Background: an optimization exercise with open tools, aiming at small area, a short achievable clock period and few clock cycles. Do not read the settings as production practice. Only simulation tests tie the RTL to the original design; equivalence was not proved. Power is estimated from default activity; no workload was simulated.

==> design/flow/design.v <==
module ce_alu (
    input  wire        clk,
    input  wire        rst,         
    input  wire        in_valid,
    output wire        in_ready,
    input  wire [7:0]  op,
    input  wire [1:0]  sz,          
    input  wire [31:0] a,           
    input  wire [31:0] b,           
    input  wire [31:0] c,           
    input  wire [4:0]  flags_in,    
    output reg         out_valid,
    output reg  [31:0] result,
    output wire [4:0]  flags_out,
    output reg         wr_d,
    output reg  [1:0]  exc          
);
    localparam FC = 0, FV = 1, FZ = 2, FN = 3, FT = 4;
    localparam ST_NORM = 4'd0, ST_MUL = 4'd1, ST_MULC = 4'd2, ST_DIVA = 4'd3,
               ST_DIVB = 4'd4, ST_DIV = 4'd5, ST_DIVF = 4'd6, ST_CRC = 4'd7,
               ST_FFS  = 4'd8;
    function automatic multi_op(input [7:0] o, input [1:0] s);
        multi_op = (s != 2'd3) &&
                   (((o[7:4] == 4'h1) && (o[3:0] >= 4'h4) && (o[3:0] <= 4'hA)) ||
                    (o == 8'h35) ||
                    (((o == 8'h37) || (o == 8'h38)) && (s != 2'd0)));
    endfunction
    reg [4:0]  fo_base;
    reg        fo_zr, fo_nr;
    reg [1:0]  fo_sz;
    assign flags_out = {fo_base[FT],
                        fo_nr ? msb_at(result, fo_sz) : fo_base[FN],
                        fo_zr ? (result == 32'd0) : fo_base[FZ],
                        fo_base[FV], fo_base[FC]};
    reg        rdy;
    reg        v1;
    reg [3:0]  st;
    reg [4:0]  cnt;
    reg        neg_q_r, neg_r_r, mcorr_r;
    reg [7:0]  op1;
    reg [1:0]  sz1;
    reg [31:0] a1, b1, c1;
    reg [4:0]  f1;
    assign in_ready = rdy;
    wire [31:0] mask_in = (sz == 2'd0) ? 32'h0000_00FF :
                          (sz == 2'd1) ? 32'h0000_FFFF : 32'hFFFF_FFFF;
    wire        crc_in  = (op == 8'h37) || (op == 8'h38);
    wire        mul_in  = (op == 8'h14) || (op == 8'h15) || (op == 8'h16);
    wire [31:0] a_sx_in = (sz == 2'd0) ? {{24{a[7]}}, a[7:0]} :
                          (sz == 2'd1) ? {{16{a[15]}}, a[15:0]} : a;
    wire s8  = (sz1 == 2'd0);
    wire s16 = (sz1 == 2'd1);
    wire [31:0] mask = s8 ? 32'h0000_00FF : s16 ? 32'h0000_FFFF : 32'hFFFF_FFFF;
    wire [4:0]  modmask = s8 ? 5'd7 : s16 ? 5'd15 : 5'd31;
    function automatic msb_at(input [31:0] x, input [1:0] s);
        msb_at = (s == 2'd0) ? x[7] : (s == 2'd1) ? x[15] : x[31];
    endfunction
    wire        a_neg = msb_at(a1, sz1);
    wire        b_neg = msb_at(b1, sz1);
    function automatic [10:0] op_class(input [7:0] o, input [1:0] s);
        reg [9:0] cl;
        begin
            cl[0] = (o == 8'h10) || (o == 8'h11);                            
            cl[1] = (o == 8'h12) || (o == 8'h13) || (o == 8'h1B) || (o == 8'h1C);  
            cl[2] = (o == 8'h14) || (o == 8'h15) || (o == 8'h16);            
            cl[3] = (o >= 8'h17) && (o <= 8'h1A);                            
            cl[4] = (o >= 8'h20) && (o <= 8'h25);                            
            cl[5] = (o >= 8'h26) && (o <= 8'h2A);                            
            cl[6] = (o >= 8'h30) && (o <= 8'h33);                            
            cl[7] = (o == 8'h35);                                            
            cl[8] = (o == 8'h36);                                            
            cl[9] = (o == 8'h37) || (o == 8'h38);                            
            op_class = {(s != 2'd3) && (cl != 10'd0), cl};
        end
    endfunction
    reg  [10:0] cls1;
    wire op_add  = cls1[0];
    wire op_sub  = cls1[1];
    wire op_mul  = cls1[2];
    wire op_div  = cls1[3];
    wire op_log  = cls1[4];
    wire op_sh   = cls1[5];
    wire op_bit  = cls1[6];
    wire op_ffs  = cls1[7];
    wire op_bsw  = cls1[8];
    wire op_crc  = cls1[9];
    wire legal   = cls1[10];
    wire norm    = (st == ST_NORM);
    wire div_s   = op1[3] & ~op1[0];
    wire d_quot  = ~(op1[3] & (op1[1] | op1[0]));
    wire nq_c    = div_s && (a_neg ^ b_neg);
    wire nr_c    = div_s && a_neg;
    wire neg_q   = norm ? nq_c : neg_q_r;
    wire neg_r   = norm ? nr_c : neg_r_r;
    wire d_negout = d_quot ? neg_q : neg_r;     
    wire abs_a   = div_s && a_neg;
    wire abs_b   = div_s && b_neg;
    wire bzero   = (b1 == 32'd0);
    reg         ad_zx, ad_inv, ad_ci;
    reg  [1:0]  ad_ysel;
    wire [10:0] cls_in   = op_class(op, sz);
    wire        a_neg_in = (sz == 2'd0) ? a[7] : (sz == 2'd1) ? a[15] : a[31];
    wire        zx_in    = (cls_in[1] & op[3] & op[0]) | cls_in[7] | cls_in[3];
    wire        inv_in   = cls_in[1] | cls_in[7] | cls_in[3];
    wire        ya_in    = zx_in & ~(cls_in[3] & ~(op[3] & ~op[0] & a_neg_in));
    wire        ci_in    = (cls_in[0] & op[0]) ? flags_in[FC] :
                           (cls_in[1] & op[0] & ~op[3]) ? ~flags_in[FC] : inv_in;
    wire [31:0] ad_x    = ad_zx ? 32'd0 : a1;
    wire [31:0] ad_ys   = (ad_ysel == 2'd1) ? a1 : (ad_ysel == 2'd2) ? c1 : b1;
    wire [31:0] ad_y    = ad_inv ? ~ad_ys : (ad_ys | ~mask);
    wire [32:0] ad_s    = {1'b0, ad_x} + {1'b0, ad_y} + {32'd0, ad_ci};
    wire [31:0] ad_r    = ad_s[31:0] & mask;
    wire        ad_co   = ad_s[32];
    wire        ad_c    = ad_co ^ op_sub;                
    wire        ad_v    = msb_at((ad_x ^ ad_r) & (ad_y ^ ad_r), sz1);
    reg [31:0] lg_r;
    always @* begin
        case (op1[2:0])
            3'd0:    lg_r = a1 & b1;
            3'd1:    lg_r = a1 | b1;
            3'd2:    lg_r = a1 ^ b1;
            3'd3:    lg_r = a1 & ~b1;
            3'd4:    lg_r = ~a1 & mask;
            default: lg_r = a1;
        endcase
    end
    wire        dnorm_act = (st == ST_DIVB) || (norm && op_div);
    wire [4:0]  k       = b1[4:0];
    wire [4:0]  kr      = b1[4:0] & modmask;
    wire [31:0] rep     = s8 ? {4{a1[7:0]}} : s16 ? {2{a1[15:0]}} : a1;
    wire        is_shl  = op_sh & ~op1[3] & ~op1[0];
    wire        is_shr  = op_sh & ~op1[3] & op1[0];
    wire        is_sar  = op_sh & op1[3] & ~op1[1] & ~op1[0];
    wire        is_rol  = op_sh & op1[3] & op1[0];
    wire        sh_rot  = op_sh & op1[3] & (op1[1] | op1[0]);
    wire [4:0]  dnorm, dnorm_l;
    wire [31:0] rt_x    = dnorm_act ? b1 : rep;
    reg  [4:0]  rts;
    wire [4:0]  k_in    = b[4:0] & ((op == 8'h29 || op == 8'h2A) ?
                          ((sz == 2'd0) ? 5'd7 : (sz == 2'd1) ? 5'd15 : 5'd31) : 5'd31);
    wire [4:0]  rts_in  = (op == 8'h26 || op == 8'h29) ? (5'd0 - k_in) : k_in;
    always @(posedge clk) if (rdy) rts <= rts_in;
    wire [4:0]  rt_s    = dnorm_act ? dnorm_l : rts;
    wire [31:0] rt1 = rt_s[0] ? {rt_x[0],    rt_x[31:1]}  : rt_x;
    wire [31:0] rt2 = rt_s[1] ? {rt1[1:0],   rt1[31:2]}   : rt1;
    wire [31:0] rt3 = rt_s[2] ? {rt2[3:0],   rt2[31:4]}   : rt2;
    wire [31:0] rt4 = rt_s[3] ? {rt3[7:0],   rt3[31:8]}   : rt3;
    wire [31:0] rot = rt_s[4] ? {rt4[15:0],  rt4[31:16]}  : rt4;
    wire [31:0] thr     = 32'hFFFF_FFFF >> k;           
    wire [31:0] thl;                                    
    genvar gi;
    generate for (gi = 0; gi < 32; gi = gi + 1) begin : g_thl
        assign thl[gi] = thr[31 - gi];
    end endgenerate
    wire [31:0] lowm    = s8 ? {24'd0, thr[31:24]} : s16 ? {16'd0, thr[31:16]} : thr;
    wire        k_gt_n  = s8 ? (k > 5'd8) : s16 ? (k > 5'd16) : 1'b0;
    wire        k_zero  = (k == 5'd0);
    wire        sar_neg = is_sar && a_neg;
    reg [31:0]  sh_r;
    reg         sh_c;
    always @* begin
        if (is_shl) begin
            sh_r = rot & thl & mask;
            sh_c = (k_zero || k_gt_n) ? 1'b0 :
                   s8 ? rot[8] : s16 ? rot[16] : rot[0];
        end else if (sh_rot) begin
            sh_r = rot & mask;
            sh_c = (kr == 5'd0) ? 1'b0 : is_rol ? rot[0] : msb_at(rot, sz1);
        end else begin
            sh_r = (rot & lowm) | (~lowm & mask & {32{sar_neg}});
            sh_c = k_zero ? 1'b0 : k_gt_n ? sar_neg : rot[31];
        end
    end
    wire        is_btst = op_bit & (op1[1:0] == 2'd0);
    wire [4:0]  bitn    = (is_btst ? b1[4:0] : a1[4:0]) & modmask;
    wire [31:0] bsrc    = is_btst ? a1 : c1;
    wire        bit_t   = bsrc[bitn];
    wire [31:0] onehot  = 32'd1 << bitn;
    reg  [31:0] bt_r;
    always @* begin
        case (op1[1:0])
            2'd1:    bt_r = c1 | onehot;
            2'd2:    bt_r = c1 & ~onehot;
            default: bt_r = c1 ^ onehot;
        endcase
    end
    wire [31:0] bsw_r = s8  ? {24'd0, a1[7:0]} :
                        s16 ? {16'd0, a1[7:0], a1[15:8]} :
                              {a1[7:0], a1[15:8], a1[23:16], a1[31:24]};
    function automatic [31:0] crc_byte(input [31:0] crc_in, input [7:0] d,
                                       input [31:0] poly);
        integer j;
        reg [31:0] cr;
        begin
            cr = crc_in ^ {24'd0, d};
            for (j = 0; j < 8; j = j + 1)
                cr = cr[0] ? ((cr >> 1) ^ poly) : (cr >> 1);
            crc_byte = cr;
        end
    endfunction
    wire [31:0] crc_c = crc_byte(a1, b1[7:0], 32'h82F6_3B78);
    wire [31:0] crc_e = crc_byte(a1, b1[7:0], 32'hEDB8_8320);
    wire [31:0] crc_r = op1[0] ? crc_c : crc_e;
    wire        mul_hs   = op1[1];
    wire [32:0] mx       = {mul_hs & a1[31], a1};    
    wire [31:0] macc     = c1;                   
    function automatic [2:0] booth_sel(input [2:0] g);    
        booth_sel = {g[2] & ~(g[1] & g[0]),
                     (g == 3'b011) || (g == 3'b100),
                     g[1] ^ g[0]};
    endfunction
    reg  [5:0]  bsel;
    wire [31:0] b_in_m = b & mask_in;
    wire [5:0]  bsel_n = rdy ? {booth_sel(b_in_m[3:1]), booth_sel({b_in_m[1:0], 1'b0})}
                             : {booth_sel(b1[7:5]), booth_sel(b1[5:3])};
    wire        bo0  = bsel[0], bt0 = bsel[1], bn0 = bsel[2];
    wire        bo1  = bsel[3], bt1 = bsel[4], bn1 = bsel[5];
    wire [37:0] mxe  = {{5{mx[32]}}, mx};
    wire [37:0] mxe2 = {mxe[36:0], 1'b0};
    wire [37:0] mp0  = ((mxe & {38{bo0}}) | (mxe2 & {38{bt0}})) ^ {38{bn0}};
    wire [37:0] mp1x = ((mxe & {38{bo1}}) | (mxe2 & {38{bt1}})) ^ {38{bn1}};
    wire [37:0] mp1  = {mp1x[35:0], 2'b00};
    wire [37:0] mpa  = {{6{macc[31]}}, macc};
    wire [37:0] mcs  = mpa ^ mp0 ^ mp1;
    wire [37:0] mcc  = {(mpa[36:0] & mp0[36:0]) | (mpa[36:0] & mp1[36:0]) |
                        (mp0[36:0] & mp1[36:0]), bn0};
    wire [37:0] mt   = mcs + mcc + {35'd0, bn1, 2'b00};
    wire [31:0] m_lo = {mt[3:0], b1[31:4]};
    wire [31:0] m_hi = mt[35:4];
    wire [31:0] m_res = (op1[1:0] == 2'd0) ? (s8 ? {24'd0, m_lo[31:24]} :
                                          s16 ? {16'd0, m_lo[31:16]} : m_lo)
                                       : (m_hi & mask);
    wire        mcorr_c = (op1[1:0] == 2'd1) && b_neg;    
    wire        mcorr   = norm ? mcorr_c : mcorr_r;
    function automatic [5:0] lead(input [31:0] x);
        reg [15:0] v1; reg [15:0] i1;
        reg [7:0]  v2; reg [15:0] i2;
        reg [3:0]  v3; reg [11:0] i3;
        reg [1:0]  v4; reg [7:0]  i4;
        integer j;
        begin
            for (j = 0; j < 16; j = j + 1) begin
                v1[j] = x[2*j+1] | x[2*j];
                i1[j] = x[2*j+1];
            end
            for (j = 0; j < 8; j = j + 1) begin
                v2[j] = v1[2*j+1] | v1[2*j];
                i2[2*j +: 2] = v1[2*j+1] ? {1'b1, i1[2*j+1]} : {1'b0, i1[2*j]};
            end
            for (j = 0; j < 4; j = j + 1) begin
                v3[j] = v2[2*j+1] | v2[2*j];
                i3[3*j +: 3] = v2[2*j+1] ? {1'b1, i2[2*(2*j+1) +: 2]} : {1'b0, i2[2*(2*j) +: 2]};
            end
            for (j = 0; j < 2; j = j + 1) begin
                v4[j] = v3[2*j+1] | v3[2*j];
                i4[4*j +: 4] = v3[2*j+1] ? {1'b1, i3[3*(2*j+1) +: 3]} : {1'b0, i3[3*(2*j) +: 3]};
            end
            lead = (v4[1] | v4[0]) ? {1'b0, v4[1] ? {1'b1, i4[7:4]} : {1'b0, i4[3:0]}} : 6'd32;
        end
    endfunction
    wire [5:0]  la      = lead(a1);
    wire [5:0]  lb      = lead(b1);
    wire [5:0]  ldiff   = la - lb;
    wire        qzero   = la[5] || ldiff[5];
    assign      dnorm   = ldiff[4:0];
    assign      dnorm_l = lb[4:0] - la[4:0];           
    wire        dv_ge   = ad_co;                      
    wire [31:0] dv_q    = {c1[30:0], dv_ge};
    wire [31:0] dv_rm   = dv_ge ? ad_r : a1;
    wire [5:0]  ffs_r   = la[5] ? (s8 ? 6'd8 : s16 ? 6'd16 : 6'd32) : la;
    reg [31:0] o_res;
    reg [4:0]  o_fl;      
    reg [4:0]  o_fm;      
    reg        o_wr;
    reg [1:0]  o_exc;
    reg        o_v;
    reg        o_ffs;
    reg [3:0]  st_n;
    reg [4:0]  cnt_n;
    always @* begin
        o_res = 32'd0;
        o_fl  = 5'd0;
        o_fm  = 5'b01111;
        o_wr  = 1'b1;
        o_exc = 2'd0;
        o_v   = 1'b0;
        o_ffs = 1'b0;
        st_n  = st;
        cnt_n = cnt;
        case (st)
            ST_NORM: if (v1) begin
                if (!legal) begin
                    o_v   = 1'b1;
                    o_fm  = 5'd0;
                    o_wr  = 1'b0;
                    o_exc = 2'd2;
                end else if (op_add || op_sub) begin
                    o_v   = 1'b1;
                    o_res = ad_r;
                    o_fl[FC] = ad_c;
                    o_fl[FV] = ad_v;
                    o_wr  = !op1[2];
                end else if (op_log) begin
                    o_v   = 1'b1;
                    o_res = lg_r;
                    o_wr  = (op1[2:0] != 3'd5);
                end else if (op_sh) begin
                    o_v   = 1'b1;
                    o_res = sh_r;
                    o_fl[FC] = sh_c;
                end else if (op_bit) begin
                    o_v   = 1'b1;
                    o_res = bt_r;
                    o_fl[FT] = bit_t;
                    o_fm  = 5'b10000;
                    o_wr  = !is_btst;
                end else if (op_ffs) begin
                    st_n  = ST_FFS;
                end else if (op_bsw) begin
                    o_v   = 1'b1;
                    o_res = bsw_r;
                    o_fm  = 5'b01100;
                end else if (op_crc) begin
                    o_res = crc_r;
                    o_fm  = 5'b00000;
                    if (s8) o_v = 1'b1;
                    else begin
                        st_n  = ST_CRC;
                        cnt_n = s16 ? 5'd1 : 5'd3;
                    end
                end else if (op_mul) begin
                    st_n  = ST_MUL;
                    cnt_n = s8 ? 5'd1 : s16 ? 5'd3 : 5'd7;
                end else begin                          
                    o_res = d_quot ? 32'd0 : a1;        
                    if (bzero) begin
                        o_v   = 1'b1;
                        o_fm  = 5'd0;
                        o_wr  = 1'b0;
                        o_exc = 2'd1;
                    end else if (abs_a) begin
                        st_n  = abs_b ? ST_DIVA : ST_DIVB;
                    end else if (abs_b) begin
                        st_n  = ST_DIVB;
                    end else if (qzero) begin           
                        o_v   = 1'b1;
                    end else begin
                        st_n  = ST_DIV;
                        cnt_n = dnorm;
                    end
                end
            end
            ST_FFS: begin
                o_v   = 1'b1;
                o_res = {26'd0, ffs_r};
                o_ffs = 1'b1;
                o_fm  = 5'b00100;
                st_n  = ST_NORM;
            end
            ST_MUL: begin
                o_res = m_res;
                cnt_n = cnt - 5'd1;
                if (cnt == 5'd1) begin
                    if (mcorr) st_n = ST_MULC;
                    else begin
                        o_v  = 1'b1;
                        st_n = ST_NORM;
                    end
                end
            end
            ST_MULC: begin
                o_v   = 1'b1;
                o_res = ad_r;
                st_n  = ST_NORM;
            end
            ST_DIVA: st_n = ST_DIVB;
            ST_DIVB: begin
                o_res = d_quot ? 32'd0 : a1;
                if (qzero) begin
                    if (d_quot || !neg_r) begin
                        o_v   = 1'b1;
                        st_n  = ST_NORM;
                    end else
                        st_n  = ST_DIVF;
                end else begin
                    st_n  = ST_DIV;
                    cnt_n = dnorm;
                end
            end
            ST_DIV: begin
                o_res = d_quot ? dv_q : dv_rm;
                o_fl[FV] = op1[3] && !op1[1] && !op1[0] && msb_at(dv_q, sz1);
                cnt_n = cnt - 5'd1;
                if (cnt == 5'd0) begin
                    if (d_negout) st_n = ST_DIVF;
                    else begin
                        o_v  = 1'b1;
                        st_n = ST_NORM;
                    end
                end
            end
            ST_DIVF: begin
                o_v   = 1'b1;
                o_res = ad_r;
                st_n  = ST_NORM;
            end
            ST_CRC: begin
                o_res = crc_r;
                o_fm  = 5'b00000;
                cnt_n = cnt - 5'd1;
                if (cnt == 5'd1) begin
                    o_v  = 1'b1;
                    st_n = ST_NORM;
                end
            end
            default: st_n = ST_NORM;
        endcase
        o_fl[FZ] = la[5];                       
    end
    reg fin_n;
    always @* begin
        case (st_n)
            ST_NORM: fin_n = 1'b1;
            ST_FFS:  fin_n = 1'b1;
            ST_MUL:  fin_n = (cnt_n == 5'd1) && !mcorr;
            ST_MULC: fin_n = 1'b1;
            ST_DIV:  fin_n = (cnt_n == 5'd0) && !d_negout;
            ST_DIVF: fin_n = 1'b1;
            ST_CRC:  fin_n = (cnt_n == 5'd1);
            default: fin_n = 1'b0;
        endcase
    end
    always @(posedge clk) begin
        if (rst) begin
            st        <= ST_NORM;
            rdy       <= 1'b1;
            v1        <= 1'b0;
            out_valid <= 1'b0;
        end else begin
            st        <= st_n;
            cnt       <= cnt_n;
            rdy       <= rdy ? !(in_valid && multi_op(op, sz)) : fin_n;
            v1        <= rdy && in_valid;
            out_valid <= o_v;
        end
    end
    always @(posedge clk) begin
        if (rdy) begin
            ad_zx   <= zx_in;
            ad_inv  <= inv_in;
            ad_ysel <= {1'b0, ya_in};
            ad_ci   <= ci_in;
        end else begin
            ad_zx   <= (st_n == ST_DIVA) || (st_n == ST_DIVF);
            ad_inv  <= (st_n == ST_DIVA) || (st_n == ST_DIV) || (st_n == ST_DIVF);
            ad_ci   <= (st_n == ST_DIVA) || (st_n == ST_DIV) || (st_n == ST_DIVF);
            ad_ysel <= (st_n == ST_MULC) ? 2'd2 :
                       (st_n == ST_DIVF) ? (d_quot ? 2'd2 : 2'd1) : 2'd0;
        end
        result    <= o_res;
        fo_base   <= (f1 & ~o_fm) | (o_fl & o_fm);
        fo_zr     <= o_fm[FZ] && !o_ffs;
        fo_nr     <= o_fm[FN];
        fo_sz     <= sz1;
        wr_d      <= o_wr;
        exc       <= o_exc;
        if (norm) begin
            neg_q_r <= nq_c;
            neg_r_r <= nr_c;
            mcorr_r <= mcorr_c;
        end
        bsel <= bsel_n;
    end
    always @(posedge clk) begin
        if (rdy) begin
            op1 <= op;
            cls1 <= op_class(op, sz);
            sz1 <= sz;
            a1  <= crc_in ? a : (op == 8'h16) ? (a_sx_in) : (a & mask_in);
            b1  <= b & mask_in;
            c1  <= mul_in ? 32'd0 : (c & mask_in);
            f1  <= flags_in;
        end else begin
            case (st)
                ST_NORM: begin
                    if (op_mul) begin
                        c1 <= m_hi;
                        b1 <= m_lo;
                    end else if (op_ffs) begin
                        a1 <= a1 & ad_r;
                    end else if (op_div) begin
                        if (abs_a)
                            a1 <= ad_r;
                        else if (abs_b)
                            b1 <= ad_r;
                        else begin
                            b1 <= rot;
                            c1 <= 32'd0;
                        end
                    end else begin                   
                        a1 <= crc_r;
                        b1 <= {8'd0, b1[31:8]};
                    end
                end
                ST_MUL: begin
                    c1 <= m_hi;
                    b1 <= m_lo;
                end
                ST_DIVA: b1 <= ad_r;
                ST_DIVB: begin
                    b1 <= rot;
                    c1 <= 32'd0;
                end
                ST_DIV: begin
                    a1 <= dv_rm;
                    c1 <= dv_q;
                    b1 <= {1'b0, b1[31:1]};
                end
                ST_CRC: begin
                    a1 <= crc_r;
                    b1 <= {8'd0, b1[31:8]};
                end
                default: ;
            endcase
        end
    end
endmodule
==> design/flow/flow/run.sh <==
#!/bin/bash
set -euo pipefail
bash standard.sh SETUP_SLACK_MARGIN=7 finish > standard.log 2>&1
==> design/flow/standard.sh <==
#!/bin/bash
# synth_recipe.tcl (not shown) runs the flow's synth.tcl, then flattens the netlist and writes it again
# the make line also repeats each setting of config.mk as NAME=value (left out here)
make -C /OpenROAD-flow-scripts/flow DESIGN_CONFIG=/design/flow/config.mk WORK_HOME=/design/flow/orfs CLKGATE_MAP_FILE= SYNTH_SCRIPT=/design/flow/synth_recipe.tcl "${@:-finish}"
==> design/flow/config.mk <==
export PLATFORM = sky130hd
export DESIGN_NAME = ce_alu
export DESIGN_NICKNAME = ce_alu
export VERILOG_FILES = /design/flow/design.v
export SDC_FILE = /design/flow/constraint.sdc
export NUM_CORES = 4
export LEC_CHECK = 0
export ABC_AREA = 1
export CAP_MARGIN = 20
export CORE_MARGIN = 2
export CORE_UTILIZATION = 35
export SETUP_SLACK_MARGIN = 5
export SLEW_MARGIN = 20
export TNS_END_PERCENT = 0
==> design/flow/constraint.sdc <==
create_clock -name core_clock -period 10.0 [get_ports {clk}]
set_input_delay 2.0000 -clock core_clock [delete_from_list [all_inputs] [get_ports {clk}]]
set_output_delay 2.0000 -clock core_clock [all_outputs]
set_load 0.01 [all_outputs]
==> results of run 1 <==
-- power breakdown --
| part | total, W | switching (W) | internal, W |
|---|---|---|---|
| Clock | 0.000860 | 0.000509 | 0.000351 |
| Combinational | 0.00650 | 0.00454 | 0.00195 |
| Sequential | 0.00108 | 0.000136 | 0.000947 |
-- cell usage in the layout (no fill, tap or decap), types with 35 or more instances in the layout --
cell type | netlist | layout
ha_1 | 223 | 195
edfxtp_1 | 128 | 128
nand3_1 | 468 | 370
o21ai_1 | 79 | 98
nor3_1 | 63 | 54
buf_4 | 11 | 314
clkdlybuf4s50_1 | 0 | 154
nand2_4 | 1 | 42
buf_12 | 0 | 44
nand2_2 | 8 | 104
nand4_1 | 64 | 64
inv_1 | 496 | 438
a31oi_1 | 69 | 64
xor2_1 | 169 | 148
o21ai_2 | 3 | 54
nand2_1 | 1483 | 1346
nand3_2 | 6 | 80
xnor2_1 | 38 | 35
inv_2 | 21 | 35
dfxtp_1 | 65 | 53
o31ai_1 | 46 | 43
o21ai_0 | 453 | 361
o22ai_1 | 146 | 138
nor2_1 | 462 | 420
o221ai_1 | 68 | 64
a21oi_1 | 418 | 379
o211ai_1 | 94 | 94
-- tightest hold or removal path: stages, from the launching register on --
cell and delay, ns:
dfxtp_1 0.32, nand2_1 0.05, nand2_1 0.08
-- metal layers --
metal  global-route usage  share of wire  vias up
li1                     -              -    20376
met1                0.668           0.36    24113
met2                0.718           0.36     4940
met3                0.312           0.18     1362
met4                0.380          0.097       22
met5              0.00473         0.0012        -
-- layout make-up --
class	instances	area share
Antenna cell	21	0.00119
Multi-Input combinational cell	4677	0.652
Clock buffer	17	0.00960
Sequential cell	193	0.117
Clock inverter	15	0.00483
Tap cell	1287	0.0363
Timing Repair inverter	2	0.000282
Timing Repair Buffer	562	0.127
Inverter	538	0.0521
-- flip-flops by register name, indices dropped and copies added (netlist names), 2 cells and up --
name / cells
f1: 5
cnt: 5
rts: 5
ad_ysel: 2
exc: 2
fo_base: 5
op1: 4
cls1: 11
b1: 32
a1: 32
fo_sz: 2
sz1: 2
bsel: 6
result: 32
st: 4
c1: 32
-- timing repair --
| item | CTS | global route |
|---|---|---|
| hold buffers | 0 | 0 |
| gates cloned | 9 | 7 |
| setup buffers | 74 | 110 |
| setup endpoints to repair | 298 | 307 |
| pin swaps | 40 | 157 |
| resized for setup | 397 | 578 |
-- through the flow --
| step | area (µm²) | power, W | cells |
|---|---|---|---|
| floorplan | 34800 | 0.00387 | 5810 |
| global placement | 37800 | 0.00607 | 7056 |
| detailed placement | 37900 | 0.00606 | 7058 |
| CTS | 40800 | 0.00732 | 7173 |
| global route | 44300 | 0.00854 | 7292 |
| finish | 44300 | 0.00844 | 7312 |
-- how the worst max path moves through the flow --
stage / start / endpoint / cells after the start
after floorplan: a1[1]$_DFFE_PP_ / c1[13]$_DFFE_PP_ / 20
after global placement: ad_ysel[1]$_SDFF_PP0_ / a1[13]$_DFFE_PP_ / 24
after detailed placement: b1[0]$_DFFE_PP_ / a1[19]$_DFFE_PP_ / 25
after CTS: a1[23]$_DFFE_PP_ / b1[2]$_DFFE_PP_ / 27
after global routing: a1[0]$_DFFE_PP_ / b1[24]$_DFFE_PP_ / 28
final: a1[4]$_DFFE_PP_ / result[3]$_DFF_P_ / 16
-- cell families after synthesis --
family,count (synthesis),synth area share
multiplexers,2,0.000577
adder cells (fa/ha/maj),262,0.103
XOR/XNOR,207,0.0523
AND/OR/NAND/NOR,2641,0.319
buffers and inverters,941,0.107
AO/OA/AOI/OAI,1564,0.269
flip-flops,193,0.148
==> out/summary.json, run 1 <==
{
  "design.die.area_um2": 102000,
  "setup.worst_path.end_class": "register",
  "area_delta_synth_final_pct": 27.7,
  "synthesis.area_per_instance_um2": 5.97,
  "maxClockFrequency_mhz": 207,
  "synth_nets": 6186,
  "cts_inserted_buffers": 17,
  "grt_pass1_vias": 43751,
  "routed_wl_mm": 295,
  "synth_top_area_frac": 0.160,
  "outcome": "complete, no violations",
  "clock-sinks": 193,
  "core_region_area_um2": 98300,
  "route.vias.total": 50813,
  "drt-wirelength-per-cell_um": 40.3,
  "htree_levels": 4,
  "finalSetupViolations": 0,
  "async_flop_share": 0,
  "pre_cts_slack_ns": 3.71,
  "crit_path_top_delay_cell": "nand4_1",
  "cts-root-to-sink-buffers": 2,
  "hold_violation_count_in_the_final_report": 0,
  "antenna_violations_before_repair": 36,
  "start_kind": "register",
  "detail_route.vias_per_cell": 6.95,
  "cts_root_buffer": "clkbuf_16",
  "timing_max_transition_violations_final": 0,
  "clk_pin_slew_ns": 0.12,
  "ant_nets": 0,
  "power.static_leakage_nw": 19.5,
  "seq_area_um2": 5170,
  "worstSkewPairLatency_ns": 0.59,
  "synth-main-ff-cell": "edfxtp_1",
  "fin_setup_tns_ns": 0,
  "holdCritStartpoint": "neg_q_r$_DFF_P_",
  "timing.rr.start": "a1[4]$_DFFE_PP_",
  "power_density_nw_per_um2": 190,
  "postSynthRegisterBits": 193,
  "crit_path_cells": "inv_1 > buf_8 > buf_12 > o22ai_2 > xor2_1 > fa_1 > ha_4 > ha_4 > a21oi_4 > nand2_4 > a21oi_4 > xor2_4 > nand2_4 > o211ai_1 > nand4_1 > nand3b_1",
  "design.final.nets": 6367,
  "worstHoldEndpoint": "neg_q_r$_DFF_P_",
  "floorplan.rows": 115,
  "detailedRoute.firstPassIterationCount": 8,
  "place.detailed.hpwl_mm": 216,
  "synth_cell_type_count": 69,
  "skew_ns": 0.0342,
  "drc_errors": 0,
  "cts_tree": "built",
  "layout-drive-gt1-share": 0.187,
  "synthDominantAreaCellType": "nand2_1",
  "timing_worst_setup_path_type": "register to register",
  "synth.cell_area_um2": 34700,
  "arrival_ns": 5.30,
  "ys_top_cells_by_area": "nand2_1 16%, edfxtp_1 11%, ha_1 8.0%",
  "global_route.overflow_total": 0,
  "finish.utilization": 0.451,
  "multi_input_comb_area_um2": 28900,
  "layout_min_cycle_time_ns": 4.84,
  "worst_path_largest_cell_delay_ns": 0.70,
  "seq_area_frac_synth": 0.148,
  "postSynthCellCount": 5810,
  "whs_path_depth": 2,
  "synth-edff-count": 128,
  "drv.max_cap_violation_count": 0,
  "relSlewSlack": 0.0638,
  "post_synth_most_frequent_cells": "1483 x nand2_1, 496 x inv_1, 468 x nand3_1",
  "r2r_slack_ns": 5.16,
  "initial_cell_density_of_the_core": 0.353,
  "grt_first_pass_wirelength_mm": 383,
  "rr_endpoint": "result[3]$_DFF_P_",
  "holdCritPathClass": "register to register",
  "grt_setup_unrepaired": "true",
  "gp_congestion": 1.17,
  "fillerInstances": 10335,
  "reg2regPathDepth": 16,
  "yosys.cell_count.top_type": "nand2_1",
  "grt_start_max_net_pins": 68,
  "io_buffer_count": 155,
  "design.portCount": 156,
  "cp_top_family": "simple AND/OR/NAND/NOR gates",
  "required_time_of_the_worst_setup_path_ns": 10.45,
  "worstPathBufferInverterCount": 3,
  "worst_ir_drop_vdd_mv": 0.174,
  "die_y_extent_um": 319,
  "drt-initial-drc-count": 9929,
  "holdWs_ns": 0.474,
  "synth_warnings": 1,
  "worst-slew-pin-transition_ns": 1.39,
  "critical_path_peak_fanout": 7,
  "worst_slack_ns": 5.16,
  "grt_usage": 0.550,
  "finalCritPeriodShare": 0.484,
  "die_x_um": 319
}
Testbench counts, summed over its fixed seeds: cycles 5,894.
==> run 2: changes to the inputs <==
==> design/flow/run.sh (new file) <==
#!/bin/bash
# synth_recipe.tcl (not shown) runs the flow's synth.tcl, then flattens the netlist and writes it again
# the make line also repeats each setting of config.mk as NAME=value (left out here)
make -C /OpenROAD-flow-scripts/flow DESIGN_CONFIG=/design/flow/config.mk WORK_HOME=/design/flow/orfs CLKGATE_MAP_FILE= SYNTH_SCRIPT=/design/flow/synth_recipe.tcl finish
removed: design/flow/flow/run.sh
removed: design/flow/standard.sh
==> run 2 against run 1 <==
Effect of this change:
- routed wire length fell by 7.4%
- clock-buffer cell count rose by 2
- synthesized cell count did not move
- setup slack got worse by 0.47 ns
- sequential share of layout area rose by 1.0 points
- largest cell class unchanged
- sequential power barely moved
- sequential cell count did not move
- combinational power fell by 12%
- register-to-register slack got worse by 0.47 ns
- final cell count fell by 1.5%
- die area did not move
- critical path type unchanged
- still clean
==> out/summary.json, run 2 <==
{
  "rr_endpoint": "fo_base[4]$_DFF_P_",
  "fin_setup_tns_ns": 0,
  "worstPathBufferInverterCount": 4,
  "grt_first_pass_wirelength_mm": 361,
  "cts_root_buffer": "clkbuf_16",
  "synth_fa_ha_area_frac": 0.103,
  "floorplan.rows": 115,
  "grt_start_max_net_pins": 66,
  "r2r_slack_ns": 4.69,
  "ys_top_cells_by_area": "nand2_1 16%, edfxtp_1 11%, ha_1 8.0%",
  "detail_route.vias_per_cell": 6.79,
  "post_synth_most_frequent_cells": "1483 x nand2_1, 496 x inv_1, 468 x nand3_1",
  "core_region_area_um2": 98300,
  "setup.worst_path.end_class": "register",
  "layout_commonest_cell": "nand2_1",
  "synth_top_area_frac": 0.160,
  "antenna_violations_before_repair": 35,
  "busiest_layer": "met2",
  "required_time_of_the_worst_setup_path_ns": 10.34,
  "cts-root-to-sink-buffers": 2,
  "combinational_family_with_the_most_area_after_synthesis": "simple AND/OR/NAND/NOR gates",
  "startpoint": "op1[1]$_DFFE_PP_",
  "mostFrequentLayoutCells": "1456 x nand2_1, 466 x inv_1, 439 x nor2_1, 438 x nand3_1, 406 x a21oi_1",
  "drv.max_cap_violation_count": 0,
  "postSynthCellCount": 5810,
  "path_common_cell": "nand2_1",
  "power.static_leakage_nw": 18.1,
  "gp_congestion": 1.20,
  "postSynthRegisterBits": 193,
  "timing_max_transition_violations_final": 0,
  "use_met3": 0.284,
  "global_route.overflow_total": 0,
  "post_synth_xor_area_fraction": 0.0523,
  "design.die.area_um2": 102000,
  "crit_path_cells": "inv_1 > ha_2 > nand2_1 > clkinv_1 > nand2_1 > nand2_1 > nor2_1 > buf_4 > clkinv_1 > o221ai_1 > a21oi_1 > o311ai_0 > a31oi_1",
  "groute.layer.met2.usage": 0.666,
  "finalSetupViolations": 0,
  "holdWs_ns": 0.471,
  "arrival_ns": 5.65,
  "grt_usage": 0.513,
  "cts_tree": "built",
  "io_buffer_count": 155,
  "timing_worst_setup_path_type": "register to register",
  "htree_levels": 4,
  "synthDominantAreaCellType": "nand2_1",
  "synth_cell_type_count": 69,
  "start_kind": "register",
  "worst-slew-pin-transition_ns": 1.39,
  "drt-wirelength-per-cell_um": 37.9,
  "power_density_nw_per_um2": 187,
  "clock-sinks": 193,
  "outcome": "complete, no violations",
  "timing.critical_path.depth": 13,
  "synth.cell_area_um2": 34700,
  "worst_path_largest_cell_delay_ns": 0.73,
  "relSlewSlack": 0.0687,
  "crit_path_top_delay_cell": "clkinv_1",
  "synthMuxAreaShare": 0.000577,
  "grt_setup_unrepaired": "true",
  "die_x_um": 319,
  "ant_nets": 0,
  "global_route.usage.met1": 0.619,
  "finalCritPeriodShare": 0.531,
  "synth-edff-count": 128,
  "area_delta_synth_final_pct": 17.0,
  "critical_path_peak_fanout": 19,
  "maxClockFrequency_mhz": 188,
  "yosys.cell_count.top_type": "nand2_1",
  "skew_ns": 0.0321,
  "detailedRoute.firstPassIterationCount": 9,
  "worst_ir_drop_vdd_mv": 0.161,
  "layout_min_cycle_time_ns": 5.31,
  "hold_violation_count_in_the_final_report": 0,
  "synth_warnings": 1,
  "drt-initial-drc-count": 9477,
  "synth-main-ff-cell": "edfxtp_1",
  "synth_nets": 6186,
  "place.detailed.hpwl_mm": 204,
  "post_synth_and_or_nand_nor_area_fraction": 0.319,
  "critical_path.endpoint": "fo_base[4]$_DFF_P_",
  "layout-drive-gt1-share": 0.107,
  "design.final.nets": 6249,
  "seq_area_frac_synth": 0.148,
  "whs_path_depth": 2,
  "clk_pin_slew_ns": 0.09,
  "routed_wl_mm": 273,
  "worstSkewPairLatency_ns": 0.57,
  "reg2regPathDepth": 13,
  "grt_pass1_vias": 42720,
  "synth_compound_gate_area_share": 0.269,
  "cp_top_family": "compound AO/OA/AOI/OAI gates",
  "async_flop_share": 0,
  "route.vias.total": 48870,
  "synthesis.area_per_instance_um2": 5.97,
  "die_y_extent_um": 319,
  "design.portCount": 156,
  "holdCritPathClass": "register to register",
  "drc_errors": 0,
  "initial_cell_density_of_the_core": 0.353,
  "cts_inserted_buffers": 17,
  "timing.rr.start": "op1[1]$_DFFE_PP_"
}
## run 2: cell counts after synthesis
Identical to the previous run, type by type.
## run 2: worst min-delay path by stage
stage / from / end / slack, ns
detailed placement: neg_q_r$_DFF_P_ / neg_q_r$_DFF_P_ / 0.45
CTS: neg_q_r$_DFF_P_ / neg_q_r$_DFF_P_ / 0.47
floorplan: sz1[1]$_DFFE_PP_ / fo_sz[1]$_DFF_P_ / 0.34
finish: neg_q_r$_DFF_P_ / neg_q_r$_DFF_P_ / 0.47
global route: neg_q_r$_DFF_P_ / neg_q_r$_DFF_P_ / 0.49
global placement: neg_q_r$_DFF_P_ / neg_q_r$_DFF_P_ / 0.44
## run 2: logic make-up after synthesis
logic type / Yosys count
compound gates: 1564
xor+xnor: 207
fa+ha+maj: 262
buf+inv: 941
flops: 193
mux: 2
simple gates: 2641
## run 2: layout make-up
cell class | instances | area [µm²]
Inverter | 538 | 2150
Tap cell | 1287 | 1610
Timing Repair inverter | 2 | 15.0
Clock buffer | 19 | 443
Timing Repair Buffer | 443 | 4100
Fill cell | 10746 | 57700
Clock inverter | 13 | 161
Sequential cell | 193 | 5160
Antenna cell | 26 | 65.1
Multi-Input combinational cell | 4678 | 26900
## run 2: power breakdown
| group | switching, W | internal, W |
|---|---|---|
| clock network | 0.000466 | 0.000345 |
| logic | 0.00412 | 0.00159 |
| registers | 0.000140 | 0.000945 |
| total | 0.00472 | 0.00288 |
## run 2: per-layer routing
metal  share of wire  routed length, µm
met4           0.098              26800
met5          0.0029                781
met2            0.36              99300
met3            0.17              47100
met1            0.36              98700
## run 2: metrics by stage
step | power (W) | cells | area (µm²) | util | setup slack, ns
2_1_floorplan | 0.00386 | 5810 | 34700 | - | 5.65
3_3_place_gp | 0.00597 | 7046 | 37700 | 0.384 | 3.07
3_5_place_dp | 0.00597 | 7046 | 37700 | 0.384 | 3.20
4_1_cts | 0.00685 | 7098 | 38800 | 0.394 | 4.66
5_1_grt | 0.00774 | 7182 | 40500 | 0.413 | 4.81
6_report | 0.00760 | 7199 | 40600 | 0.413 | 4.69
## run 2: worst register-to-register path: cells and delay by family, from the launching register on
kind,cells,cell delay [ns]
AOI/OAI and AO/OA,4,1.69
adders and majority gates,1,0.29
buffers and inverters,4,1.65
DFF,1,0.71
and+or+nand+nor,4,0.75
## run 2: what timing repair did
item	4_1_cts	5_1_grt
pin swaps	0	31
cloned	2	6
resized for setup	85	263
endpoints found under the setup margin	122	127
hold buffers	0	0
setup buffers	18	68
==> run 3: changes to the inputs <==
--- a/design/flow/design.v
+++ b/design/flow/design.v
@@ -146,7 +146,9 @@
     wire [31:0] rt3 = rt_s[2] ? {rt2[3:0],   rt2[31:4]}   : rt2;
     wire [31:0] rt4 = rt_s[3] ? {rt3[7:0],   rt3[31:8]}   : rt3;
     wire [31:0] rot = rt_s[4] ? {rt4[15:0],  rt4[31:16]}  : rt4;
-    wire [31:0] thr     = 32'hFFFF_FFFF >> k;           
+    reg  [31:0] thr;                     
+    integer     ti;
+    always @* for (ti = 0; ti < 32; ti = ti + 1) thr[ti] = ({1'b0, k} <= 6'd31 - ti[5:0]);
     wire [31:0] thl;                                    
     genvar gi;
     generate for (gi = 0; gi < 32; gi = gi + 1) begin : g_thl
@@ -156,34 +158,24 @@
     wire        k_gt_n  = s8 ? (k > 5'd8) : s16 ? (k > 5'd16) : 1'b0;
     wire        k_zero  = (k == 5'd0);
     wire        sar_neg = is_sar && a_neg;
-    reg [31:0]  sh_r;
-    reg         sh_c;
-    always @* begin
-        if (is_shl) begin
-            sh_r = rot & thl & mask;
-            sh_c = (k_zero || k_gt_n) ? 1'b0 :
-                   s8 ? rot[8] : s16 ? rot[16] : rot[0];
-        end else if (sh_rot) begin
-            sh_r = rot & mask;
-            sh_c = (kr == 5'd0) ? 1'b0 : is_rol ? rot[0] : msb_at(rot, sz1);
-        end else begin
-            sh_r = (rot & lowm) | (~lowm & mask & {32{sar_neg}});
-            sh_c = k_zero ? 1'b0 : k_gt_n ? sar_neg : rot[31];
-        end
-    end
+    wire        is_shrs = op_sh & ~is_shl & ~sh_rot;             
+    wire [31:0] sh_keep = ({32{is_shl}} & thl) | ({32{is_shrs}} & lowm) | {32{sh_rot}};
+    wire [31:0] sh_r    = mask & ((rot & sh_keep) | (~sh_keep & {32{sar_neg}}));
+    wire        sh_c    = is_shl  ? (!(k_zero || k_gt_n) & (s8 ? rot[8] : s16 ? rot[16] : rot[0])) :
+                          sh_rot  ? ((kr != 5'd0) & (is_rol ? rot[0] : msb_at(rot, sz1))) :
+                                    (!k_zero & (k_gt_n ? sar_neg : rot[31]));
     wire        is_btst = op_bit & (op1[1:0] == 2'd0);
-    wire [4:0]  bitn    = (is_btst ? b1[4:0] : a1[4:0]) & modmask;
+    reg  [4:0]  bitn;                    
+    always @(posedge clk) if (rdy)
+        bitn <= ((op == 8'h30) ? b[4:0] : a[4:0]) &
+                ((sz == 2'd0) ? 5'd7 : (sz == 2'd1) ? 5'd15 : 5'd31);
     wire [31:0] bsrc    = is_btst ? a1 : c1;
-    wire        bit_t   = bsrc[bitn];
-    wire [31:0] onehot  = 32'd1 << bitn;
-    reg  [31:0] bt_r;
-    always @* begin
-        case (op1[1:0])
-            2'd1:    bt_r = c1 | onehot;
-            2'd2:    bt_r = c1 & ~onehot;
-            default: bt_r = c1 ^ onehot;
-        endcase
-    end
+    reg  [31:0] onehot;                  
+    integer     bi;
+    always @* for (bi = 0; bi < 32; bi = bi + 1) onehot[bi] = (bitn == bi[4:0]);
+    wire        bit_t   = |(bsrc & onehot);
+    wire [31:0] bt_chg  = (op1[1:0] == 2'd1) ? ~c1 : (op1[1:0] == 2'd2) ? c1 : 32'hFFFF_FFFF;
+    wire [31:0] bt_r    = c1 ^ (onehot & bt_chg);
     wire [31:0] bsw_r = s8  ? {24'd0, a1[7:0]} :
                         s16 ? {16'd0, a1[7:0], a1[15:8]} :
                               {a1[7:0], a1[15:8], a1[23:16], a1[31:24]};
@@ -268,7 +260,6 @@
     wire [31:0] dv_q    = {c1[30:0], dv_ge};
     wire [31:0] dv_rm   = dv_ge ? ad_r : a1;
     wire [5:0]  ffs_r   = la[5] ? (s8 ? 6'd8 : s16 ? 6'd16 : 6'd32) : la;
-    reg [31:0] o_res;
     reg [4:0]  o_fl;      
     reg [4:0]  o_fm;      
     reg        o_wr;
@@ -278,7 +269,6 @@
     reg [3:0]  st_n;
     reg [4:0]  cnt_n;
     always @* begin
-        o_res = 32'd0;
         o_fl  = 5'd0;
         o_fm  = 5'b01111;
         o_wr  = 1'b1;
@@ -296,21 +286,17 @@
                     o_exc = 2'd2;
                 end else if (op_add || op_sub) begin
                     o_v   = 1'b1;
-                    o_res = ad_r;
                     o_fl[FC] = ad_c;
                     o_fl[FV] = ad_v;
                     o_wr  = !op1[2];
                 end else if (op_log) begin
                     o_v   = 1'b1;
-                    o_res = lg_r;
                     o_wr  = (op1[2:0] != 3'd5);
                 end else if (op_sh) begin
                     o_v   = 1'b1;
-                    o_res = sh_r;
                     o_fl[FC] = sh_c;
                 end else if (op_bit) begin
                     o_v   = 1'b1;
-                    o_res = bt_r;
                     o_fl[FT] = bit_t;
                     o_fm  = 5'b10000;
                     o_wr  = !is_btst;
@@ -318,10 +304,8 @@
                     st_n  = ST_FFS;
                 end else if (op_bsw) begin
                     o_v   = 1'b1;
-                    o_res = bsw_r;
                     o_fm  = 5'b01100;
                 end else if (op_crc) begin
-                    o_res = crc_r;
                     o_fm  = 5'b00000;
                     if (s8) o_v = 1'b1;
                     else begin
@@ -332,7 +316,6 @@
                     st_n  = ST_MUL;
                     cnt_n = s8 ? 5'd1 : s16 ? 5'd3 : 5'd7;
                 end else begin                          
-                    o_res = d_quot ? 32'd0 : a1;        
                     if (bzero) begin
                         o_v   = 1'b1;
                         o_fm  = 5'd0;
@@ -352,13 +335,11 @@
             end
             ST_FFS: begin
                 o_v   = 1'b1;
-                o_res = {26'd0, ffs_r};
                 o_ffs = 1'b1;
                 o_fm  = 5'b00100;
                 st_n  = ST_NORM;
             end
             ST_MUL: begin
-                o_res = m_res;
                 cnt_n = cnt - 5'd1;
                 if (cnt == 5'd1) begin
                     if (mcorr) st_n = ST_MULC;
@@ -370,12 +351,10 @@
             end
             ST_MULC: begin
                 o_v   = 1'b1;
-                o_res = ad_r;
                 st_n  = ST_NORM;
             end
             ST_DIVA: st_n = ST_DIVB;
             ST_DIVB: begin
-                o_res = d_quot ? 32'd0 : a1;
                 if (qzero) begin
                     if (d_quot || !neg_r) begin
                         o_v   = 1'b1;
@@ -388,7 +367,6 @@
                 end
             end
             ST_DIV: begin
-                o_res = d_quot ? dv_q : dv_rm;
                 o_fl[FV] = op1[3] && !op1[1] && !op1[0] && msb_at(dv_q, sz1);
                 cnt_n = cnt - 5'd1;
                 if (cnt == 5'd0) begin
@@ -401,11 +379,9 @@
             end
             ST_DIVF: begin
                 o_v   = 1'b1;
-                o_res = ad_r;
                 st_n  = ST_NORM;
             end
             ST_CRC: begin
-                o_res = crc_r;
                 o_fm  = 5'b00000;
                 cnt_n = cnt - 5'd1;
                 if (cnt == 5'd1) begin
@@ -417,6 +393,23 @@
         endcase
         o_fl[FZ] = la[5];                       
     end
+    wire st_div  = (st == ST_DIV);
+    wire sel_ad  = (norm && (op_add || op_sub)) || (st == ST_MULC) || (st == ST_DIVF);
+    wire sel_lg  = norm && op_log;
+    wire sel_sh  = norm && op_sh;
+    wire sel_bt  = norm && op_bit;
+    wire sel_bsw = norm && op_bsw;
+    wire sel_crc = (norm && op_crc) || (st == ST_CRC);
+    wire sel_mul = (st == ST_MUL);
+    wire sel_ffs = (st == ST_FFS);
+    wire sel_a1  = ((norm && op_div) || (st == ST_DIVB)) && !d_quot;    
+    wire [31:0] o_res = ({32{sel_ad}}  & ad_r)  | ({32{sel_lg}}  & lg_r)  |
+                        ({32{sel_sh}}  & sh_r)  | ({32{sel_bt}}  & bt_r)  |
+                        ({32{sel_bsw}} & bsw_r) | ({32{sel_crc}} & crc_r) |
+                        ({32{sel_mul}} & m_res) | ({32{sel_ffs}} & {26'd0, ffs_r}) |
+                        ({32{sel_a1}}  & a1)    |
+                        ({32{st_div &&  d_quot}} & dv_q) |
+                        ({32{st_div && !d_quot}} & dv_rm);
     reg fin_n;
     always @* begin
         case (st_n)
@@ -471,57 +464,39 @@
         end
         bsel <= bsel_n;
     end
+    wire [31:0] ffs_iso = a1 & ad_r;                
+    wire st_mul  = (st == ST_MUL), st_diva = (st == ST_DIVA), st_divb = (st == ST_DIVB);
+    wire st_crc  = (st == ST_CRC);
+    wire n_div   = norm && op_div;
+    wire wa_ffs  = norm && op_ffs;
+    wire wa_abs  = n_div && abs_a;
+    wire wa_crc  = (norm && op_crc) || st_crc;
+    wire wa_div  = st_div;
+    wire wb_mul  = (norm && op_mul) || st_mul;
+    wire wb_abs  = (n_div && !abs_a && abs_b) || st_diva;
+    wire wb_rot  = (n_div && !abs_a && !abs_b) || st_divb;
+    wire wc_zero = wb_rot;
+    wire [31:0] a1_e = ({32{wa_ffs}} & ffs_iso) | ({32{wa_abs}} & ad_r) |
+                       ({32{wa_crc}} & crc_r)   | ({32{wa_div}} & dv_rm);
+    wire [31:0] b1_e = ({32{wb_mul}} & m_lo)    | ({32{wb_abs}} & ad_r) |
+                       ({32{wb_rot}} & rot)     | ({32{wa_crc}} & {8'd0, b1[31:8]}) |
+                       ({32{wa_div}} & {1'b0, b1[31:1]});
+    wire [31:0] c1_e = ({32{wb_mul}} & m_hi)    | ({32{wa_div}} & dv_q);
+    wire        a1_we = wa_ffs || wa_abs || wa_crc || wa_div;
+    wire        b1_we = wb_mul || wb_abs || wb_rot || wa_crc || wa_div;
+    wire        c1_we = wb_mul || wc_zero || wa_div;
     always @(posedge clk) begin
         if (rdy) begin
             op1 <= op;
             cls1 <= op_class(op, sz);
             sz1 <= sz;
-            a1  <= crc_in ? a : (op == 8'h16) ? (a_sx_in) : (a & mask_in);
-            b1  <= b & mask_in;
-            c1  <= mul_in ? 32'd0 : (c & mask_in);
             f1  <= flags_in;
-        end else begin
-            case (st)
-                ST_NORM: begin
-                    if (op_mul) begin
-                        c1 <= m_hi;
-                        b1 <= m_lo;
-                    end else if (op_ffs) begin
-                        a1 <= a1 & ad_r;
-                    end else if (op_div) begin
-                        if (abs_a)
-                            a1 <= ad_r;
-                        else if (abs_b)
-                            b1 <= ad_r;
-                        else begin
-                            b1 <= rot;
-                            c1 <= 32'd0;
-                        end
-                    end else begin                   
-                        a1 <= crc_r;
-                        b1 <= {8'd0, b1[31:8]};
-                    end
-                end
-                ST_MUL: begin
-                    c1 <= m_hi;
-                    b1 <= m_lo;
-                end
-                ST_DIVA: b1 <= ad_r;
-                ST_DIVB: begin
-                    b1 <= rot;
-                    c1 <= 32'd0;
-                end
-                ST_DIV: begin
-                    a1 <= dv_rm;
-                    c1 <= dv_q;
-                    b1 <= {1'b0, b1[31:1]};
-                end
-                ST_CRC: begin
-                    a1 <= crc_r;
-                    b1 <= {8'd0, b1[31:8]};
-                end
-                default: ;
-            endcase
         end
+        if (rdy)        a1 <= crc_in ? a : (op == 8'h16) ? (a_sx_in) : (a & mask_in);
+        else if (a1_we) a1 <= a1_e;
+        if (rdy)        b1 <= b & mask_in;
+        else if (b1_we) b1 <= b1_e;
+        if (rdy)        c1 <= mul_in ? 32'd0 : (c & mask_in);
+        else if (c1_we) c1 <= c1_e;
     end
 endmodule
==> design/flow/flow/run.sh (new file) <==
#!/bin/bash
set -euo pipefail
bash standard.sh SETUP_SLACK_MARGIN=7 finish > standard.log 2>&1
==> design/flow/standard.sh (new file) <==
#!/bin/bash
# synth_recipe.tcl (not shown) runs the flow's synth.tcl, then flattens the netlist and writes it again
# the make line also repeats each setting of config.mk as NAME=value (left out here)
make -C /OpenROAD-flow-scripts/flow DESIGN_CONFIG=/design/flow/config.mk WORK_HOME=/design/flow/orfs CLKGATE_MAP_FILE= SYNTH_SCRIPT=/design/flow/synth_recipe.tcl "${@:-finish}"
removed: design/flow/run.sh
==> run 3 against run 2 <==
Effect of this change:
- core utilization rose by 1.8 points
- clock-buffer cell count decreased by 2
- sequential power about the same
- register-to-register slack better by 0.33 ns
- routed wire length decreased by 11%
- critical path depth is 1 lower
- die area fell by 12%
- synthesized area down 12%
- power down 7.7%
- via count fell by 14%
- maximum frequency rose by 6.7%
- synthesized cell count is 16% lower
- highest routed layer unchanged
==> out/summary.json, run 3 <==
{
  "worstHoldEndpoint": "neg_r_r$_DFF_P_",
  "hold_violation_count_in_the_final_report": 0,
  "maxClockFrequency_mhz": 201,
  "global_route.overflow_total": 0,
  "relSlewSlack": 0.0592,
  "power_density_nw_per_um2": 188,
  "ant_nets": 0,
  "whs_path_depth": 2,
  "timing.rr.start": "op1[1]$_DFFE_PP_",
  "post_synth_most_frequent_cells": "1088 x nand2_1, 454 x nor2_1, 434 x o21ai_0",
  "postSynthCellCount": 4879,
  "worst-slew-pin-transition_ns": 1.39,
  "holdCritStartpoint": "neg_r_r$_DFF_P_",
  "arrival_ns": 5.46,
  "drc_errors": 0,
  "cellInternalPower_w": 0.00286,
  "p_comb_frac": 0.723,
  "rr_endpoint": "fo_base[4]$_DFF_P_",
  "p_sw_frac": 0.592,
  "synth-edff-count": 133,
  "detailedRoute.firstPassIterationCount": 10,
  "required_time_of_the_worst_setup_path_ns": 10.49,
  "synth_top_area_frac": 0.134,
  "place.detailed.hpwl_mm": 183,
  "clk_pin_slew_ns": 0.11,
  "hold_buffers": 0,
  "mostFrequentLayoutCells": "1050 x nand2_1, 426 x nor2_1, 388 x o21ai_0, 377 x inv_1, 322 x a21oi_1",
  "finalSetupViolations": 0,
  "holdWs_ns": 0.480,
  "reg2regPathDepth": 12,
  "power.static_leakage_nw": 15.7,
  "synth.cell_area_um2": 30500,
  "grt_usage": 0.524,
  "worst_ir_drop_vdd_mv": 0.334,
  "synth_warnings": 1,
  "async_flop_share": 0,
  "seq_area_frac_synth": 0.173,
  "antenna_violations_before_repair": 34,
  "cts-root-to-sink-buffers": 2,
  "drt-wirelength-per-cell_um": 39.0,
  "layout_commonest_cell": "nand2_1",
  "clock-sinks": 198,
  "yosys.cell_count.top_type": "nand2_1",
  "die_y_extent_um": 299,
  "route.vias.total": 42257,
  "start_kind": "register",
  "cts_tree": "built",
  "cts_inserted_buffers": 17,
  "total_power_consumption_w": 0.00701,
  "die_x_um": 299,
  "holdCritPathClass": "register to register",
  "timing_max_transition_violations_final": 0,
  "floorplan.rows": 108,
  "gp_congestion": 1.14,
  "timing_worst_setup_path_type": "register to register",
  "worstSkewPairLatency_ns": 0.59,
  "p_seq_frac": 0.156,
  "synthesis.area_per_instance_um2": 6.26,
  "core_region_area_um2": 86600,
  "proportion_of_power_drawn_by_the_clock_network": 0.121,
  "grt_setup_unrepaired": "true",
  "io_buffer_count": 155,
  "detail_route.vias_per_cell": 6.77,
  "htree_levels": 4,
  "synth_nets": 5188,
  "area_delta_synth_final_pct": 22.3,
  "grt_pass1_vias": 37570,
  "layout-drive-gt1-share": 0.144,
  "critical_path_peak_fanout": 52,
  "cts_root_buffer": "clkbuf_16",
  "ys_top_cells_by_area": "nand2_1 13%, edfxtp_1 13%, o21ai_0 7.1%",
  "synth-main-ff-cell": "edfxtp_1",
  "initial_cell_density_of_the_core": 0.353,
  "design.die.area_um2": 89600,
  "grt_start_max_net_pins": 53,
  "finalCritPeriodShare": 0.498,
  "synth_cell_type_count": 76,
  "outcome": "complete, no violations",
  "skew_ns": 0.0298,
  "synthDominantAreaCellType": "nand2_1",
  "design.portCount": 156,
  "switching_power_w": 0.00415,
  "grt_first_pass_wirelength_mm": 322,
  "drv.max_cap_violation_count": 0,
  "design.final.nets": 5364,
  "drt-initial-drc-count": 7575,
  "setup.worst_path.end_class": "register",
  "fin_setup_tns_ns": 0,
  "postSynthRegisterBits": 198,
  "r2r_slack_ns": 5.02,
  "layout_min_cycle_time_ns": 4.98,
  "routed_wl_mm": 243
}
[run 3: repair_timing]
action,in CTS,in global routing
setup buffers,131,22
pin swaps,53,38
gates cloned,7,3
resized for setup,347,87
endpoints found under the setup margin,303,307
[run 3: worst max-delay path by stage]
stage,start,end,cells past startpoint
finish,op1[1]$_DFFE_PP_,fo_base[4]$_DFF_P_,12
global route,b1[4]$_DFFE_PP_,result[19]$_DFF_P_,29
CTS,bsel[1]$_DFF_P_,result[31]$_DFF_P_,26
detailed placement,a1[18]$_DFFE_PP_,result[18]$_DFF_P_,23
global placement,a1[24]$_DFFE_PP_,result[18]$_DFF_P_,23
floorplan,a1[1]$_DFFE_PP_,c1[26]$_DFFE_PP_,24
[run 3: power groups by stage]
stage	Sequential [W]	Combinational, W	Clock, W
after global routing	0.00109	0.00519	0.000858
after global placement	0.00112	0.00417	0
after detailed placement	0.00112	0.00416	0
after floorplan	0.00105	0.00242	0
after CTS	0.00108	0.00463	0.000835
final	0.00110	0.00507	0.000847
[run 3: worst max-delay path, cell delays in order, from the launching register on]
cell and delay, ns:
edfxtp_1 0.58, buf_4 0.30, nor2_4 0.06, inv_2 0.47, buf_4 0.50, nor2_4 0.16
buf_4 0.33, o21ai_0 0.54, nand4_1 0.31, nor4_1 0.77, nand3_1 0.51, o21ai_0 0.25
inv_1 0.06
[run 3: kinds of logic (layout without fill, tap and decap cells)]
kind of cell | count (synthesis) | in the layout | share of synthesized area
compound gates | 1432 | 1432 | 0.286
xor+xnor | 211 | 211 | 0.0614
fa+ha+maj | 195 | 195 | 0.0895
buf+inv | 770 | 959 | 0.104
flops | 198 | 198 | 0.173
mux | 4 | 4 | 0.00131
other cells | 0 | 15 | 0
simple gates | 2069 | 2069 | 0.285
[run 3: layout make-up]
type                            count  area (µm²)
Multi-Input combinational cell   3911       23300
Tap cell                         1155        1450
Antenna cell                       15        37.5
Timing Repair Buffer              477        4680
Clock inverter                     15         204
Clock buffer                       17         425
Inverter                          450        1910
Sequential cell                   198        5310
Fill cell                        9280       49300
[run 3: stage by stage]
stage | instance area, µm² | setup slack (ns) | instances | util
CTS | 36700 | 5.48 | 6198 | 0.424
finish | 37300 | 5.02 | 6238 | 0.431
global route | 37300 | 5.19 | 6225 | 0.431
detailed placement | 33400 | 3.27 | 6028 | 0.386
floorplan | 30600 | 5.87 | 4879 | -
global placement | 33400 | 3.31 | 6027 | 0.386
[run 3: per-layer routing]
metal | up-vias | GRT usage | routed length (µm)
met2 | 3695 | 0.693 | 90800
met3 | 1027 | 0.267 | 38800
li1 | 17338 | - | -
met1 | 20165 | 0.650 | 92000
met4 | 32 | 0.361 | 21200
met5 | - | 0.0132 | 340
Testbench counts of run 3, summed over its fixed seeds: cycles 5,894.

-- re-timing with driven ports --
How much do the figures lean on ideal ports? The routed layouts below were timed once more, with nothing changed but the port constraints. Step 1 assumes that a clkbuf_16 drives the clock port and a buf_2 every other input. Step 2, shift: input delay + t, output delay - t, t = (earliest + latest rising clock arrival at the registers) / 2. This alone moves slack from input paths to output paths. Three values: ideal, step 1, step 2; two values: the first two.
run	t (ns)	setup slack, ns	worst setup path after step 2	clock arrival spread, ns	worst slew at a driven data input, ns
run 1	0.644	5.159 / 5.159 / 5.034	input to register	0.034 / 0.034	0.07
run 2	0.630	4.690 / 4.690 / 4.646	input to register	0.032 / 0.032	0.08
run 3	0.653	5.023 / 5.023 / 4.730	input to register	0.030 / 0.030	0.11
After both steps every run listed still meets setup and hold. For run 3, which loses most, drivers alone change the setup slack by 0.000 ns; drivers and shift together by -0.293 ns.
